Background: an optimization exercise with open tools, aiming at small area, a short achievable clock period and few clock cycles per item. Do not read the settings as production practice. In this exercise RTL edits were held to simulation tests only and were not proved equivalent to the original. Power is estimated from default activity; no workload was simulated.

## design/flow/design.v

```verilog
module lzw_enc (
    input  wire       clk,
    input  wire       rst,
    input  wire       in_valid,
    output wire       in_ready,
    input  wire [7:0] in_data,
    input  wire       in_last,
    input  wire       in_fc,
    output wire       out_valid,
    input  wire       out_ready,
    output wire [7:0] out_data,
    output wire       out_last
);
    localparam PB = 48;    
    reg        kv, kl, kf;      
    reg  [7:0] kd;
    reg        f0v, f0l, f0f;   
    reg  [7:0] f0d;
    reg        f1v, f1l, f1f;   
    reg  [7:0] f1d;
    reg        irdy;            
    assign in_ready = irdy;
    wire take_in = in_valid & irdy;
    reg  [8:0] w;       
    reg        wv;      
    reg        tl;      
    reg        fc;      
    reg        pend;    
    reg  [7:0] nx;      
    reg  [8:0] dp [2:127];
    reg  [7:0] db [2:127];
    reg        ev;      
    reg  [8:0] ec;      
    reg        eclr;    
    reg        etl;     
    reg  [PB-1:0]   pb;
    reg  [5:0]      pc;
    reg  [PB/8-1:0] lb;      
    reg             ov;
    assign out_valid = ov;
    assign out_data  = pb[7:0];
    assign out_last  = lb[0];
    reg  stall_s, stall_t;
    wire [5:0] e_room = !ev ? 6'd0 :
                        (eclr & etl) ? 6'd34 :
                        etl ? 6'd25 :
                        eclr ? 6'd18 : 6'd9;
    wire tgo   = tl & ~stall_t;                     
    wire go    = kv & (tl ? ~stall_t : ~stall_s);   
    wire load_k = (go | ~kv) & f0v;                 
    wire [7:0] kn = load_k ? f0d : kd;              
    wire [15:0] grp_gt, grp_eq;
    wire [7:0]  pos_gt, pos_eq;
    genvar g;
    generate
        for (g = 0; g < 16; g = g + 1) begin : g_grp
            assign grp_gt[g] = nx[7] | (nx[6:3] > g);
            assign grp_eq[g] = ~nx[7] & (nx[6:3] == g);
        end
        for (g = 0; g < 8; g = g + 1) begin : g_pos
            assign pos_gt[g] = nx[2:0] > g;
            assign pos_eq[g] = nx[2:0] == g;
        end
    endgenerate
    reg  [127:2] c;
    reg          jc;
    reg          rep;
    reg  [6:0]   rc;
    wire [127:0] m;
    assign m[1:0] = 2'b00;
    generate
        for (g = 2; g < 128; g = g + 1) begin : g_ent
            wire vld = grp_gt[g >> 3] | (grp_eq[g >> 3] & pos_gt[g & 7]);
            wire wen = grp_eq[g >> 3] & pos_eq[g & 7];
            assign m[g] = c[g] && !jc && (dp[g] == w);
            always @(posedge clk) begin
                c[g] <= vld && (db[g] == kn);
                if (wen) begin
                    dp[g] <= w;
                    db[g] <= kd;
                end
            end
        end
    endgenerate
    wire mb  = rep && (w[7:0] == kd);
    wire hit = (|m) | mb;
    wire [6:0] hj;
    generate
        for (g = 0; g < 7; g = g + 1) begin : g_enc
            wire [127:0] sel;
            genvar j;
            for (j = 0; j < 128; j = j + 1) begin : g_b
                if (((j >> g) & 1) != 0) begin : g_on
                    assign sel[j] = m[j];
                end else begin : g_off
                    assign sel[j] = 1'b0;
                end
            end
            assign hj[g] = (|sel) | (mb & rc[g]);
        end
    endgenerate
    wire [6:0] hj0;
    generate
        for (g = 0; g < 7; g = g + 1) begin : g_enc0
            wire [127:0] sel;
            genvar j;
            for (j = 0; j < 128; j = j + 1) begin : g_b
                if (((j >> g) & 1) == 0) begin : g_on
                    assign sel[j] = m[j];
                end else begin : g_off
                    assign sel[j] = 1'b0;
                end
            end
            assign hj0[g] = (|sel) | (mb & ~rc[g]);
        end
    endgenerate
    wire [8:0] w_nx = {wv & (hj[1] | hj0[1]),
                       kd[7] & ~(wv & (hj[0] | hj0[0])),
                       (wv ? hj : 7'd0) | (kd[6:0] & ~(wv ? hj0 : 7'd0))};
    wire miss = go & wv & ~hit;
    wire [5:0] room_e = tgo ? (pend ? 6'd34 : 6'd25) : (pend ? 6'd18 : 6'd9);
    wire [5:0] room_h = tgo ? room_e : 6'd0;
    wire [5:0] room_m = (tgo | (go & wv)) ? room_e : 6'd0;
    wire       pend_h = (go & ~wv) ? 1'b0 : pend;
    wire       pend_m = ~pend & (nx == 8'd127) & fc;
    wire adv  = miss & ~pend & ~nx[7];       
    wire [26:0] ebits = !ev ? 27'd0 :
                        {(eclr & etl) ? 9'd257 : 9'd0,
                         eclr ? 9'd256 : (etl ? 9'd257 : 9'd0),
                         ec};
    wire [5:0]  e_n   = !ev ? 6'd0 :
                        (eclr & etl) ? 6'd27 :
                        (eclr | etl) ? 6'd18 : 6'd9;
    wire [PB-1:0] merged = pb | ({{(PB-27){1'b0}}, ebits} << pc);
    wire [6:0]  pc_s  = {1'b0, pc} + {1'b0, e_n};
    wire [6:0]  pc_r  = (ev & etl) ? ((pc_s + 7'd7) & 7'h78) : pc_s;
    wire [2:0]  lastb = pc_r[5:3] - 3'd1;
    wire [PB/8-1:0] lb_m = lb | ((ev & etl) ? ({{(PB/8-1){1'b0}}, 1'b1} << lastb) : {PB/8{1'b0}});
    wire pop = ov & out_ready;
    wire [6:0]  pc_n  = pop ? pc_r - 7'd8 : pc_r;
    wire [7:0]  base   = {2'b0, pc} + {2'b0, e_room};
    wire [7:0]  fill_h = base + {2'b0, room_h};
    wire [7:0]  fill_m = base + {2'b0, room_m};
    wire s_h0 = fill_h > PB - 9,  s_h0p = fill_h > PB - 1;
    wire s_h1 = fill_h > PB - 18, s_h1p = fill_h > PB - 10;
    wire s_m0 = fill_m > PB - 9,  s_m0p = fill_m > PB - 1;
    wire s_m1 = fill_m > PB - 18, s_m1p = fill_m > PB - 10;
    wire t_h  = fill_h > PB - 34, t_hp  = fill_h > PB - 26;
    wire t_m  = fill_m > PB - 34, t_mp  = fill_m > PB - 26;
    wire s_hn = pend_h ? s_h1  : s_h0;
    wire s_hp = pend_h ? s_h1p : s_h0p;
    wire s_mn = pend_m ? s_m1  : s_m0;
    wire s_mp = pend_m ? s_m1p : s_m0p;
    wire stall_s_h = pop ? s_hp : s_hn;
    wire stall_s_m = pop ? s_mp : s_mn;
    wire stall_t_h = pop ? t_hp : t_h;
    wire stall_t_m = pop ? t_mp : t_m;
    always @(posedge clk) begin
        if (rst) begin
            kv   <= 1'b0;
            f0v  <= 1'b0;
            f1v  <= 1'b0;
            irdy <= 1'b1;
            jc   <= 1'b1;
            rep  <= 1'b0;
            stall_s <= 1'b0;
            stall_t <= 1'b0;
            wv   <= 1'b0;
            tl   <= 1'b0;
            pend <= 1'b0;
            nx   <= 8'd2;
            ev   <= 1'b0;
            etl  <= 1'b0;
            pb   <= {PB{1'b0}};
            pc   <= 6'd0;
            lb   <= {PB/8{1'b0}};
            ov   <= 1'b0;
        end else begin
            ec <= w;
            if (load_k) begin
                kd <= f0d; kl <= f0l; kf <= f0f;
                kv <= 1'b1;
            end else if (go) begin
                kv <= 1'b0;
            end
            if (load_k || !f0v) begin
                if (f1v) begin
                    f0d <= f1d; f0l <= f1l; f0f <= f1f;
                    f0v  <= 1'b1;
                    f1v  <= 1'b0;
                    irdy <= 1'b1;
                end else begin
                    f0d <= in_data; f0l <= in_last; f0f <= in_fc;
                    f0v <= take_in;
                end
            end else if (take_in) begin
                f1d <= in_data; f1l <= in_last; f1f <= in_fc;
                f1v  <= 1'b1;
                irdy <= 1'b0;
            end
            jc <= go & (~wv | (miss & pend));
            if (go) begin
                rep <= adv & (w == {1'b0, kd});
                rc  <= nx[6:0];
            end
            if (go)
                w <= w_nx;
            if (go) begin
                if (!wv) begin
                    fc   <= kf;
                    nx   <= 8'd2;
                    pend <= 1'b0;
                end else if (!hit) begin
                    if (pend) begin
                        nx   <= 8'd2;
                        pend <= 1'b0;
                    end else if (!nx[7]) begin
                        nx <= nx + 8'd1;
                        if (nx == 8'd127 && fc)
                            pend <= 1'b1;
                    end
                end
                wv <= ~kl;
            end
            if (go && kl)
                tl <= 1'b1;
            else if (tgo)
                tl <= 1'b0;
            ev   <= miss | tgo;
            eclr <= pend;
            etl  <= tgo;
            pb <= pop ? (merged >> 8) : merged;
            lb <= pop ? (lb_m >> 1) : lb_m;
            pc <= pc_n[5:0];
            ov <= (pc_n >= 7'd8);
            stall_s <= miss ? stall_s_m : stall_s_h;
            stall_t <= miss ? stall_t_m : stall_t_h;
        end
    end
endmodule
```

## design/flow/flow/run.sh

```bash
#!/bin/bash
# The standard layout (standard.sh), with repair_timing aiming for a larger setup margin.
set -euo pipefail
sed 's/SETUP_SLACK_MARGIN=[0-9.]*/SETUP_SLACK_MARGIN=7/' standard.sh > standard_margin.sh
bash standard_margin.sh > standard.log 2>&1
```

## design/flow/standard.sh

```bash
#!/bin/bash
# synth_recipe.tcl (not shown) runs the flow's synth.tcl, then flattens the netlist and writes it again
# the make line also repeats each setting of config.mk as NAME=value (left out here)
make -C /OpenROAD-flow-scripts/flow DESIGN_CONFIG=/design/flow/config.mk WORK_HOME=/design/flow/orfs CLKGATE_MAP_FILE= SYNTH_SCRIPT=/design/flow/synth_recipe.tcl "${@:-finish}"
```

## design/flow/config.mk

```make
export PLATFORM = sky130hd
export DESIGN_NAME = lzw_enc
export DESIGN_NICKNAME = lzw_enc
export VERILOG_FILES = /design/flow/design.v
export SDC_FILE = /design/flow/constraint.sdc
export NUM_CORES = 4
export LEC_CHECK = 0
export ABC_CLOCK_PERIOD_IN_PS = 3000
export CAP_MARGIN = 20
export CORE_MARGIN = 2
export CORE_UTILIZATION = 50
export CTS_BUF_LIST = sky130_fd_sc_hd__clkbuf_16
export CTS_CLUSTER_DIAMETER = 60
export CTS_CLUSTER_SIZE = 30
export SETUP_SLACK_MARGIN = 5
export SLEW_MARGIN = 20
export TNS_END_PERCENT = 100
```

## design/flow/constraint.sdc

```tcl
create_clock -name core_clock -period 10.0 [get_ports {clk}]
set_input_delay 2.0000 -clock core_clock [delete_from_list [all_inputs] [get_ports {clk}]]
set_output_delay 2.0000 -clock core_clock [all_outputs]
set_load 0.01 [all_outputs]
```

==> results of run 1 <==
[stage by stage]
stage | power [W] | area [µm²] | setup slack (ns)
final | 0.0211 | 127000 | 6.21
after global routing | 0.0216 | 127000 | 6.13
after CTS | 0.0209 | 122000 | 6.23
after detailed placement | 0.0131 | 108000 | 4.87
after global placement | 0.0130 | 108000 | 4.86
after floorplan | 0.0125 | 105000 | 5.20
[worst max-delay path by stage]
stage	slack (ns)	start	to	cells after the start
floorplan	5.20	w[1]	pend	12
global placement	4.86	jc	nx[2]	10
detailed placement	4.87	jc	nx[2]	10
CTS	6.23	w[6]	pend	10
global route	6.13	eclr	ov	21
finish	6.21	w[2]	pend	12
[cells in the mapped netlist (14+ instances only)]
cell type,number
buf_6,65
nor3b_1,92
edfxtp_1,2199
nand2b_1,22
a211oi_1,46
a22oi_1,14
nand2_1,127
a31oi_1,20
mux2_2,17
nand4_1,185
and3_1,27
buf_1,66
nand3b_1,33
nor4_1,362
buf_4,47
ha_1,36
buf_2,21
nor2_1,256
xnor2_1,1371
a2111oi_0,17
a21oi_1,92
a21o_1,14
clkbuf_1,128
nor2b_1,23
inv_1,25
nor3_1,108
and2_1,14
dfxtp_1,208
o22ai_1,18
nand3_1,220
o21ai_0,95
buf_12,16
xor2_1,804
[flip-flops by register name, indices dropped and copies added, names as in the netlist, 6 cells and up]
name  flops
db     1008
ec        9
f0d       8
pc        6
f1d       8
w         9
rc        7
kd        8
lb        6
pb       48
c       126
dp     1134
nx        8
[cell families (layout without fill, tap and decap cells)]
logic type               count (synthesis)  count (layout)
AO/OA/AOI/OAI                          414             414
XOR/XNOR                              2175            2175
adder cells (fa/ha/maj)                 40              40
buffers and inverters                  389            1260
flip-flops                            2407            2407
multiplexers                            36              36
other                                    0              10
AND/OR/NAND/NOR                       1529            1530
[power by group]
group / internal (W) / switching [W]
Sequential: 0.0110 / 0.0000455
Clock: 0.00355 / 0.00401
Combinational: 0.000917 / 0.00158
Total: 0.0155 / 0.00563
[timing repair]
item | CTS | global route
resized for setup | 661 | 334
pin swaps | 104 | 138
cloned | 97 | 23
setup buffers | 254 | 223
setup endpoints to repair | 1170 | 397
[metal layers]
metal,global-route usage,share of wire,vias to the layer above
met5,0,0.00011,-
met2,0.541,0.44,4165
met1,0.494,0.38,34100
met3,0.0763,0.11,982
met4,0.156,0.060,8
li1,-,-,27100
[final cells by class]
| type | instances | area (µm²) |
|---|---|---|
| Sequential cell | 2407 | 70200 |
| Inverter | 38 | 264 |
| Clock buffer | 173 | 4330 |
| Timing Repair inverter | 7 | 63.8 |
| Clock inverter | 142 | 1600 |
| Timing Repair Buffer | 900 | 12000 |
| Multi-Input combinational cell | 4195 | 34700 |
| Tap cell | 2704 | 3380 |
| Fill cell | 15300 | 80300 |
| Antenna cell | 10 | 25.0 |
==> summary.md, run 1 <==
| Metric | Value |
|---|---|
| Status | finished clean |
| # DRC | 0 |
| TNS Setup | 0 ns |
| Hold WS | around 0.43 ns |
| Hold buffer count at cts | 0 |
| Worst EP required | around 11 ns |
| Buf+Inv Stages, Crit Path | 4 |
| Largest cells by area after synthesis | edfxtp_1, xnor2_1, xor2_1 |
| P per Cell Area | about 170 nW/µm² |
| Vias in the first global route | between 60000 and 70000 |
| Compound-gate portion of the synthesized area | 0.0260 |
| Sequential area share after synthesis | 0.676 |
| EDFF count, synth | 2199 |
| DRT antenna net count | 0 |
| Yosys top cell by area | edfxtp_1 |
| Crit-path max FO | 6 |
| Synth top area share | 0.636 |
| CP Launch Type | flip-flop |
| Starting density of the core | 0.502 |
| Critical path's top delay family | simple AND/OR/NAND/NOR gates |
| Root Buffer | clkbuf_16 |
| Vias per cell | ~6.3 |
| Detailed placement HPWL | 177000 µm |
| # placed instances | about 9700 |
| Die height | ~460 µm |
| Starting DRT DRC Count | roughly 10000 |
| Worst slew pin tran | around 1.3 ns |
| Count of cell types in the netlist | 82 |
| Avg Cell Area, Syn | ~15 µm² |
| TritonCTS clock tree | done |
| Crit-path most repeated cell | buf_12 |
| Minimum clock period | about 3.8 ns |
| Commonest non-fill, non-tap cell in the layout | edfxtp_1 |
| Critical Path AT | between 4 and 5 ns |
| Proportion of synthesized area in mux cells | 0.00440 |
| Initial antenna violation count | 23 |
| Leakage Power | 41.8 nW |
| Synth Area in XOR/XNOR | 0.183 |
| Reg2reg end | pend |
| Fin util | 0.612 |
| First-pass GRT wire length | a little over 500000 µm |
| Main flop type after synthesis | edfxtp_1 |
| Final Hold Viols | 0 |
| WS Path Type | reg -> reg |
| Simple-Gate Fraction of Synth Area | 0.0814 |
| Unrepaired setup endpoints after global routing | yes |
| Tot GR Track Use | 0.356 |
| Synth Warn # | 3 |
| Final Skew | between 0.05 and 0.06 ns |
| FF+latch count, synth | about 2400 |
| I/O pin count | 25 |
| Die footprint | between 200000 and 250000 µm² |
| Buffers added on ports | 24 |
| Synth Net Count | 7044 |
| Maximum clock path buffer count | 3 |
| Clock-pin slew on the worst setup and hold paths | roughly 0.080 ns |
| CP cell instances | buf_12 > buf_12 > buf_16 > buf_12 > xnor2_2 > nand4_1 > o41ai_4 > or3_4 > or4_4 > or4_4 > or4_1 > a31oi_1 |
| Max incr delay on CP | 0.64 ns |
| Rows | ~170 |
| Slew HR | 0.144 |
| Placer Congestion | 0.948 |
| Clock latency (worst-skew pair) | 0.88 ns |
| Number of cells on the worst reg-to-reg path | 12 |
| WHS Endpoint | kl |
| Fmax | between 0.2 and 0.3 GHz |
| H-tree depth | 4 |
| CTS sink cnt | approximately 2400 |
| Slowest cell on crit path | or4_4 |
| Endpoints failing setup | 0 |
| Largest family of logic cells by synthesized area | XOR/XNOR gates |
| CTS buffer count | between 150 and 200 |
| Crit. End Element | flip-flop |
| Fin nets | roughly 7800 |
| Routed WL | 390000 µm |
| Global route total overflow | 0 |
| Die width | between 400 and 500 µm |
| Fin crit share | 0.379 |
| Largest net degree at the start of global routing | 66 |
| Maxcap violations | 0 |
| Area of the mapped netlist | ~100000 µm² |
| Average wire per standard cell | around 37 µm |
| Peak VDD IR | 0.186 mV |
| Synth Area in Adders | 0.00511 |
| Layout Cells excl Fill | roughly 11000 |
| Reg-to-Reg Start | w[2] |
| Core ar. | roughly 210000 µm² |
| Final Max Tran Viols | 0 |
| Most frequent cells in the layout | edfxtp_1, xnor2_1, xor2_1 |
| Gate Count Post-Synth | 6990 |
| Reg2Reg Setup Slack | ~6.2 ns |
| Share of cells above drive strength 1 | 0.223 |
| Hold Path Origin | f0l |
| Hold Path Class | reg -> reg |
| Post-synth ARST share | 0 |
| WHS Path Cells | 0 |
| Vias | 66400 |
| Area Growth Syn to Fin | 21.9% |
| Pre-Repair DR Iteration Count | 6 |
Testbench counts, summed over its fixed seeds: cycles 87,750, items 85,491.
==> run 2: changes to the inputs <==
--- a/design/flow/config.mk
+++ b/design/flow/config.mk
@@ -11,6 +11,6 @@
 export CORE_UTILIZATION = 50
 export CTS_BUF_LIST = sky130_fd_sc_hd__clkbuf_16
-export CTS_CLUSTER_DIAMETER = 60
-export CTS_CLUSTER_SIZE = 30
+export CTS_CLUSTER_DIAMETER = 70
+export CTS_CLUSTER_SIZE = 40
 export SETUP_SLACK_MARGIN = 5
 export SLEW_MARGIN = 20
==> run 2 against run 1 <==
Net effect: via count shrank 2.4%; combinational power fell by 6%; first-iteration DRC count down 7.2%; final cell count fell by 2.4%; critical endpoint unchanged.
==> summary.md, run 2 <==
| Metric | Value |
|---|---|
| Status | finished clean |
| H-tree depth | 4 (unchanged) |
| Hold Path Class | reg -> reg |
| Synth Net Count | 7044 (unchanged) |
| Avg Cell Area, Syn | 14.9 µm² (unchanged) |
| Compound-gate portion of the synthesized area | 0.0260 (unchanged) |
| Area Growth Syn to Fin | 17.7% |
| Initial antenna violation count | 20 (-13%) |
| Routing usage on met2 | 0.535 (-0.00602) |
| Pre-Repair DR Iteration Count | 6 (unchanged) |
| PnR worst setup slack | 6.04 ns (-0.171 ns) |
| Global route total overflow | 0 (unchanged) |
| Area of the mapped netlist | 104000 µm² (unchanged) |
| Minimum clock period | 3.96 ns (+0.171 ns) |
| First-pass GRT wire length | 505000 µm (-2.0%) |
| EDFF count, synth | 2199 (unchanged) |
| Fmax | 0.252 GHz (-4.3%) |
| Cell with the most instances after synthesis | edfxtp_1 |
| Post-synth ARST share | 0 (unchanged) |
| Maximum clock path buffer count | 3 (unchanged) |
| Rows | 167 (unchanged) |
| Synth top area share | 0.636 (unchanged) |
| Clock latency (worst-skew pair) | 0.87 ns (about the same) |
| CP cell instances | buf_4 > buf_12 > buf_4 > bufbuf_16 > xnor2_1 > nand4_1 > nor3_1 > or3_4 > nor2_1 > nand2_1 > or4_4 > or4_1 > a31oi_1 |
| Average wire per standard cell | 36.6 µm (-0.79%) |
| Post-DP Area | 108000 µm² (unchanged) |
| Endpoints failing setup | 0 (unchanged) |
| TNS Setup | 0 ns (unchanged) |
| Count of cell types in the netlist | 82 (unchanged) |
| Unrepaired setup endpoints after global routing | yes |
| Yosys top cell by area | edfxtp_1 |
| Final Hold Viols | 0 (unchanged) |
| Starting DRT DRC Count | 9396 (-7.2%) |
| Top reg by flops | dp |
| Commonest non-fill, non-tap cell in the layout | edfxtp_1 |
| Routed WL | 378000 µm (-3.2%) |
| Crit. End Element | flip-flop |
| # DRC | 0 (unchanged) |
| Crit-path most repeated cell | buf_4 |
| Max reg flops | 1134 (unchanged) |
| Core ar. | 207000 µm² (unchanged) |
| Root Buffer | clkbuf_16 |
| Peak-usage layer in the global routing report | met2 |
| Buffers added on ports | 24 (unchanged) |
| Starting density of the core | 0.502 (unchanged) |
| Synth Area in XOR/XNOR | 0.183 (unchanged) |
| FF+latch count, synth | 2407 (unchanged) |
| DRT antenna net count | 0 (unchanged) |
| Die height | 460 µm (unchanged) |
| Met3 Use GR | 0.0674 (-0.00887) |
| Largest net degree at the start of global routing | 66 (unchanged) |
| Peak VDD IR | 0.186 mV (+0.15%) |
| Final Skew | 0.0523 ns (-0.000362 ns) |
| Non-Filler Cell Area, Final | 122000 µm² (-3.4%) |
| Tot GR Track Use | 0.349 (-0.00661) |
| CTS sink cnt | 2407 (unchanged) |
| Worst slew pin tran | 1.22 ns (-0.0602 ns) |
| Placer Congestion | 0.948 (unchanged) |
| Vias per cell | 6.27 (about the same) |
| Leakage Power | 39.9 nW (-4.5%) |
| Largest cells by area after synthesis | edfxtp_1, xnor2_1, xor2_1 |
| Fin crit share | 0.396 (+0.0171) |
| Proportion of synthesized area in mux cells | 0.00440 (unchanged) |
| I/O pin count | 25 (unchanged) |
| Max incr delay on CP | 0.65 ns (about the same) |
| Largest family of logic cells by synthesized area | XOR/XNOR gates |
| Crit-path max FO | 12 (+6) |
| Top flop regs | dp (1134), db (1008), c (126) |
| Commonest cells in the netlist | edfxtp_1, xnor2_1, xor2_1, nor4_1, nor2_1 |
| Die footprint | 211000 µm² (unchanged) |
| Critical Path AT | 4.74 ns (+0.15 ns) |
| Maxcap violations | 0 (unchanged) |
| Share of cells above drive strength 1 | 0.180 (-0.0432) |
| M1 GR Usage | 0.492 (-0.00197) |
| Vias in the first global route | 60000 (-1.8%) |
| Fin nets | 7554 (-2.8%) |
| Main flop type after synthesis | edfxtp_1 |
| Gate Count Post-Synth | 6990 (unchanged) |
| Worst EP required | 10.78 ns (-0.02 ns) |
| Synth Warn # | 3 (unchanged) |
| Slew HR | 0.185 (+0.0411) |
| Detailed placement HPWL | 177000 µm (unchanged) |
| Fin util | 0.591 (-0.0210) |
| TritonCTS clock tree | done |
| WS Path Type | reg -> reg |
| CP Launch Type | flip-flop |
| P per Cell Area | 166 nW/µm² (-0.78%) |
| Clock-pin slew on the worst setup and hold paths | 0.11 ns (+0.03 ns) |
| Die width | 460 µm (unchanged) |
| Vias | 64800 (-2.4%) |
| Simple-Gate Fraction of Synth Area | 0.0814 (unchanged) |
| Synth Area in Adders | 0.00511 (unchanged) |
| Final Max Tran Viols | 0 (unchanged) |
| CTS buffer count | 139 (-17%) |
| Pre-CTS WS | 4.87 ns (unchanged) |
| Sequential area share after synthesis | 0.676 (unchanged) |
| Slowest cell on crit path | or4_4 |
| Most frequent cells in the layout | edfxtp_1, xnor2_1, xor2_1 |
[run 2: cell counts after synthesis]
Identical to the previous run, type by type.
[run 2: path summary, 6_finish.rpt]
check / startpoint / slack, ns / depth (start not counted) / to
worst max-delay path: w[1] / 6.04 / 13 / pend
worst min-delay path: f0l / 0.44 / 0 / kl
worst min register to register: f0l / 0.44 / 0 / kl
worst max register to register: w[1] / 6.04 / 13 / pend
[run 2: layout make-up]
class / instances / area, µm²
antenna: 4 / 10.0
fill: 15800 / 84600
multi-input combinational: 4196 / 33600
inverter: 38 / 275
tap: 2704 / 3380
timing repair buffer: 712 / 9590
clock inverter: 110 / 1370
sequential: 2407 / 70200
clock buffer: 147 / 3680
timing repair inverter: 6 / 57.6
[run 2: timing repair]
action                     4_1_cts  5_1_grt
buffers inserted               167      141
hold buffers                     0        0
gates cloned                    88       13
pin swaps                       40       77
setup endpoints to repair     1177      349
gates resized for setup        504      225
[run 2: routing by layer]
layer,share of wire,vias to the layer above
li1,-,26600
met4,0.051,10
met3,0.11,775
met1,0.39,33500
met2,0.44,3923
met5,0.00018,-
[run 2: worst max-delay path: cells and delay by family, from the launching register on]
| family | cells | cell delay, ns |
|---|---|---|
| XOR/XNOR | 1 | 0.14 |
| AO/OA/AOI/OAI | 1 | 0.14 |
| AND/OR/NAND/NOR | 7 | 2.30 |
| buffers and inverters | 4 | 0.84 |
| flip-flops | 1 | 0.44 |
[run 2: power breakdown]
| part | leakage [nW] | switching [W] | total (W) | internal [W] |
|---|---|---|---|---|
| clock network | 2.46 | 0.00376 | 0.00684 | 0.00307 |
| logic | 15.9 | 0.00151 | 0.00234 | 0.000830 |
| registers | 21.5 | 0.0000448 | 0.0111 | 0.0110 |
| total | 39.9 | 0.00532 | 0.0202 | 0.0149 |
[run 2: cell families after synthesis]
logic type | Yosys count
XOR/XNOR | 2175
AO/OA/AOI/OAI | 414
AND/OR/NAND/NOR | 1529
flip-flops | 2407
multiplexers | 36
adder cells (fa/ha/maj) | 40
buffers and inverters | 389
[run 2: per-stage QoR]
stage	hold WS (ns)	power, W	instances
final	0.436	0.0202	10300
after global routing	0.437	0.0207	10300
after CTS	0.435	0.0201	10200
after detailed placement	0.417	0.0131	9654
after global placement	0.415	0.0130	9653
after floorplan	0.400	0.0125	6990
==> run 3: changes to the inputs <==
--- a/design/flow/config.mk
+++ b/design/flow/config.mk
@@ -15,3 +15,3 @@
 export SETUP_SLACK_MARGIN = 5
 export SLEW_MARGIN = 20
-export TNS_END_PERCENT = 100
+export TNS_END_PERCENT = 10
==> run 3 against run 2 <==
Net effect: still clean on timing, DRC and antenna; setup slack gained 0.036 ns; synthesized cell count is the same; final cell count decreased by 0.45%; sequential power barely moved; critical endpoint is now rep; largest power group unchanged; highest routed layer unchanged.
==> summary.md, run 3 <==
| Metric | Value |
|---|---|
| Worst slew pin tran | 1.20 ns (-0.0223 ns) |
| Maximum clock path buffer count | 3 (unchanged) |
| CTS buffer count | 138 (-0.72%) |
| Detailed placement HPWL | 176000 µm (-1.0%) |
| Fin crit share | 0.393 (-0.00357) |
| Gate Count Post-Synth | 6990 (unchanged) |
| Fin util | 0.584 (-0.00736) |
| Main flop type after synthesis | edfxtp_1 |
| Die footprint | 211000 µm² (unchanged) |
| Count of cell types in the netlist | 82 (unchanged) |
| Vias in the first global route | 59600 (-0.69%) |
| Die height | 460 µm (unchanged) |
| Avg Cell Area, Syn | 14.9 µm² (unchanged) |
| Routed WL | 371000 µm (-1.9%) |
| Share of cells above drive strength 1 | 0.156 (-0.0238) |
| Crit-path max FO | 12 (unchanged) |
| FF+latch count, synth | 2407 (unchanged) |
| Sequential area share after synthesis | 0.676 (unchanged) |
| # DRC | 0 (unchanged) |
| Top reg by flops | dp |
| Final Max Tran Viols | 0 (unchanged) |
| Synth Net Count | 7044 (unchanged) |
| P per Cell Area | 167 nW/µm² (+0.66%) |
| Endpoints failing setup | 0 (unchanged) |
| Rows | 167 (unchanged) |
| Top flop regs | dp (1134), db (1008), c (126) |
| Critical Path AT | 4.66 ns (-0.08 ns) |
| Buf+Inv Stages, Crit Path | 5 (+1) |
| Fillcell total | 15900 (+0.92%) |
| Pre-CTS WS | 4.81 ns (-0.0574 ns) |
| EDFF count, synth | 2199 (unchanged) |
| Clock latency (worst-skew pair) | 0.86 ns (about the same) |
| Max reg flops | 1134 (unchanged) |
| WS Path Type | reg -> reg |
| Hold Path Class | reg -> reg |
| Global route total overflow | 0 (unchanged) |
| Peak VDD IR | 0.201 mV (+8.1%) |
| Yosys top cell by area | edfxtp_1 |
| CP cell instances | buf_6 > buf_4 > bufbuf_16 > xnor2_1 > nand4_1 > nor3_1 > nand2b_1 > nor3_4 > nand2_1 > or4_4 > buf_6 > nor3_4 > buf_12 > a32o_1 |
| Minimum clock period | 3.93 ns (-0.0357 ns) |
| Starting density of the core | 0.502 (unchanged) |
| TritonCTS clock tree | done |
| CTS sink cnt | 2407 (unchanged) |
| Root Buffer | clkbuf_16 |
| Clock-pin slew on the worst setup and hold paths | 0.09 ns (-0.02 ns) |
| Critical path's top delay family | simple AND/OR/NAND/NOR gates |
| Reg2Reg Setup Slack | 6.07 ns (+0.04 ns) |
| Cell with the most instances after synthesis | edfxtp_1 |
| Maxcap violations | 0 (unchanged) |
| Worst EP required | 10.73 ns (-0.05 ns) |
| Layout Cells excl Fill | 10300 (-0.45%) |
| Status | finished clean |
| PnR worst setup slack | 6.07 ns (+0.0357 ns) |
| Tot GR Track Use | 0.347 (-0.00185) |
| Area Growth Syn to Fin | 16.2% |
| Vias | 64300 (-0.70%) |
| Core ar. | 207000 µm² (unchanged) |
| Slew HR | 0.194 (+0.00870) |
| Largest cells by area after synthesis | edfxtp_1, xnor2_1, xor2_1 |
| Final Skew | 0.0506 ns (-0.00177 ns) |
| First-pass GRT wire length | 503000 µm (-0.52%) |
| Vias per cell | 6.26 (-0.26%) |
| Synth top area share | 0.636 (unchanged) |
| Multi-input gate area | 32800 µm² (-2.6%) |
| Commonest cells in the netlist | edfxtp_1, xnor2_1, xor2_1, nor4_1, nor2_1 |
| Commonest non-fill, non-tap cell in the layout | edfxtp_1 |
| I/O pin count | 25 (unchanged) |
| CP Launch Type | flip-flop |
| Slowest cell on crit path | nor3_1 |
| Leakage Power | 39.3 nW (-1.5%) |
| Crit. End Element | flip-flop |
| TNS Setup | 0 ns (unchanged) |
| # placed instances | 9658 (+0.041%) |
| Die width | 460 µm (unchanged) |
| Buffers added on ports | 24 (unchanged) |
| Fmax | 0.255 GHz (+0.91%) |
| Largest net degree at the start of global routing | 90 (+36%) |
| DRT antenna net count | 0 (unchanged) |
| Placer Congestion | 0.947 (-0.12%) |
| Starting DRT DRC Count | 9488 (+0.98%) |
| Pre-Repair DR Iteration Count | 5 (-1) |
| Average wire per standard cell | 36.1 µm (-1.4%) |
| Post-synth ARST share | 0 (unchanged) |
| Area of the mapped netlist | 104000 µm² (unchanged) |
| Synth Warn # | 3 (unchanged) |
| H-tree depth | 4 (unchanged) |
| Final Hold Viols | 0 (unchanged) |
| Most frequent cells in the layout | edfxtp_1, xnor2_1, xor2_1 |
| Max incr delay on CP | 0.95 ns (+0.30 ns) |
| FF+latch area | 70200 µm² (about the same) |
| Fin nets | 7492 (-0.82%) |
| Unrepaired setup endpoints after global routing | yes |
| Initial antenna violation count | 31 (+55%) |
[run 3: cell types whose count changed in the layout (fill, tap and decap cells not counted), moves of 11 or more]
cell / delta
nor4_1: +43
buf_4: -35
nor4_2: -34
nand3_1: +28
nand3_2: -25
xnor2_1: +25
xnor2_2: -24
diode_2: +16
buf_6: -14
nor2_1: +13
a2111oi_0: +11
[run 3: power breakdown]
part,internal [W],switching [W]
registers,0.0110,0.0000424
clock network,0.00304,0.00378
logic,0.000777,0.00146
total,0.0148,0.00528
[run 3: kinds of logic (layout without fill, tap and decap cells)]
kind of cell / count (synthesis) / in the layout / share of synthesized area
compound gates: 414 / 414 / 0.0260
xor+xnor: 2175 / 2175 / 0.183
fa+ha+maj: 40 / 40 / 0.00511
buf+inv: 389 / 951 / 0.0240
flops: 2407 / 2407 / 0.676
mux: 36 / 36 / 0.00440
other cells: 0 / 20 / 0
simple gates: 1529 / 1531 / 0.0814
[run 3: path summary, 6_finish.rpt]
kind,start,to,depth (start not counted)
min,f0l,kl,0
min reg2reg,f0l,kl,0
max reg2reg,w[7],rep,14
max,w[7],rep,14
[run 3: cell type report]
type | instances | share of cell area
flip-flops and latches | 2407 | 0.582
repair inverters | 1 | 0.0000726
clock buffers | 144 | 0.0299
inverters | 38 | 0.00208
well taps | 2704 | 0.0280
clock inverters | 112 | 0.0117
multi-input cells | 4196 | 0.272
repair buffers | 656 | 0.0746
diodes | 20 | 0.000415
[run 3: what timing repair did]
action | in CTS | in global routing
hold buffers | 0 | 0
setup endpoints to repair | 630 | 709
gates resized for setup | 376 | 171
cloned | 96 | 6
buffers inserted | 176 | 66
pin swaps | 27 | 51
[run 3: metrics by stage]
stage | cell area (µm²) | power (W) | hold WS (ns)
2_1_floorplan | 104000 | 0.0124 | 0.400
3_3_place_gp | 108000 | 0.0130 | 0.408
3_5_place_dp | 108000 | 0.0130 | 0.411
4_1_cts | 119000 | 0.0200 | 0.439
5_1_grt | 121000 | 0.0206 | 0.444
6_report | 121000 | 0.0201 | 0.433
[run 3: metal layers]
metal | track usage | share of wire
met5 | 0 | 0.00023
met4 | 0.141 | 0.048
met3 | 0.0726 | 0.11
met2 | 0.523 | 0.44
met1 | 0.492 | 0.40
[run 3: worst register-to-register path, cell delays in order, from the launching register on]
cell and delay [ns]:
edfxtp_1 0.35, buf_6 0.21, buf_4 0.30, bufbuf_16 0.40, xnor2_1 0.15, nand4_1 0.10, nor3_1 0.95, nand2b_1 0.31
nor3_4 0.08, nand2_1 0.18, or4_4 0.24, buf_6 0.13, nor3_4 0.03, buf_12 0.16, a32o_1 0.22

==> static timing again, ports no longer ideal <==
In the flow no input, the clock included, has a driving cell. The finished layouts below were timed again as built, in two steps. Step 1 sets driving cells, clkbuf_16 on the clock port and buf_2 on the other inputs (assumed; they add their load-dependent delay and slew). Step 2 adds t to the input delays and takes it off the output delays; t is the mean of the earliest and latest rising clock arrival at the registers after step 1. Input paths then give back, and output paths get back, about the clock's delay inside the block. Three values: no drivers, after step 1, after step 2; two values: the first two.
run | shift t [ns] | setup slack, ns | clock arrival spread, ns | pins driven straight from the clock port
run 1 | 0.945 | 6.208 / 6.208 / 5.622 | 0.058 / 0.058 | 1
run 2 | 0.938 | 6.037 / 6.037 / 5.620 | 0.066 / 0.066 | 1
run 3 | 0.928 | 6.073 / 6.073 / 5.690 | 0.061 / 0.062 | 1
After both steps every run listed still meets setup and hold. For run 1, which loses most, drivers alone change the setup slack by 0.000 ns; drivers and shift together by -0.586 ns.
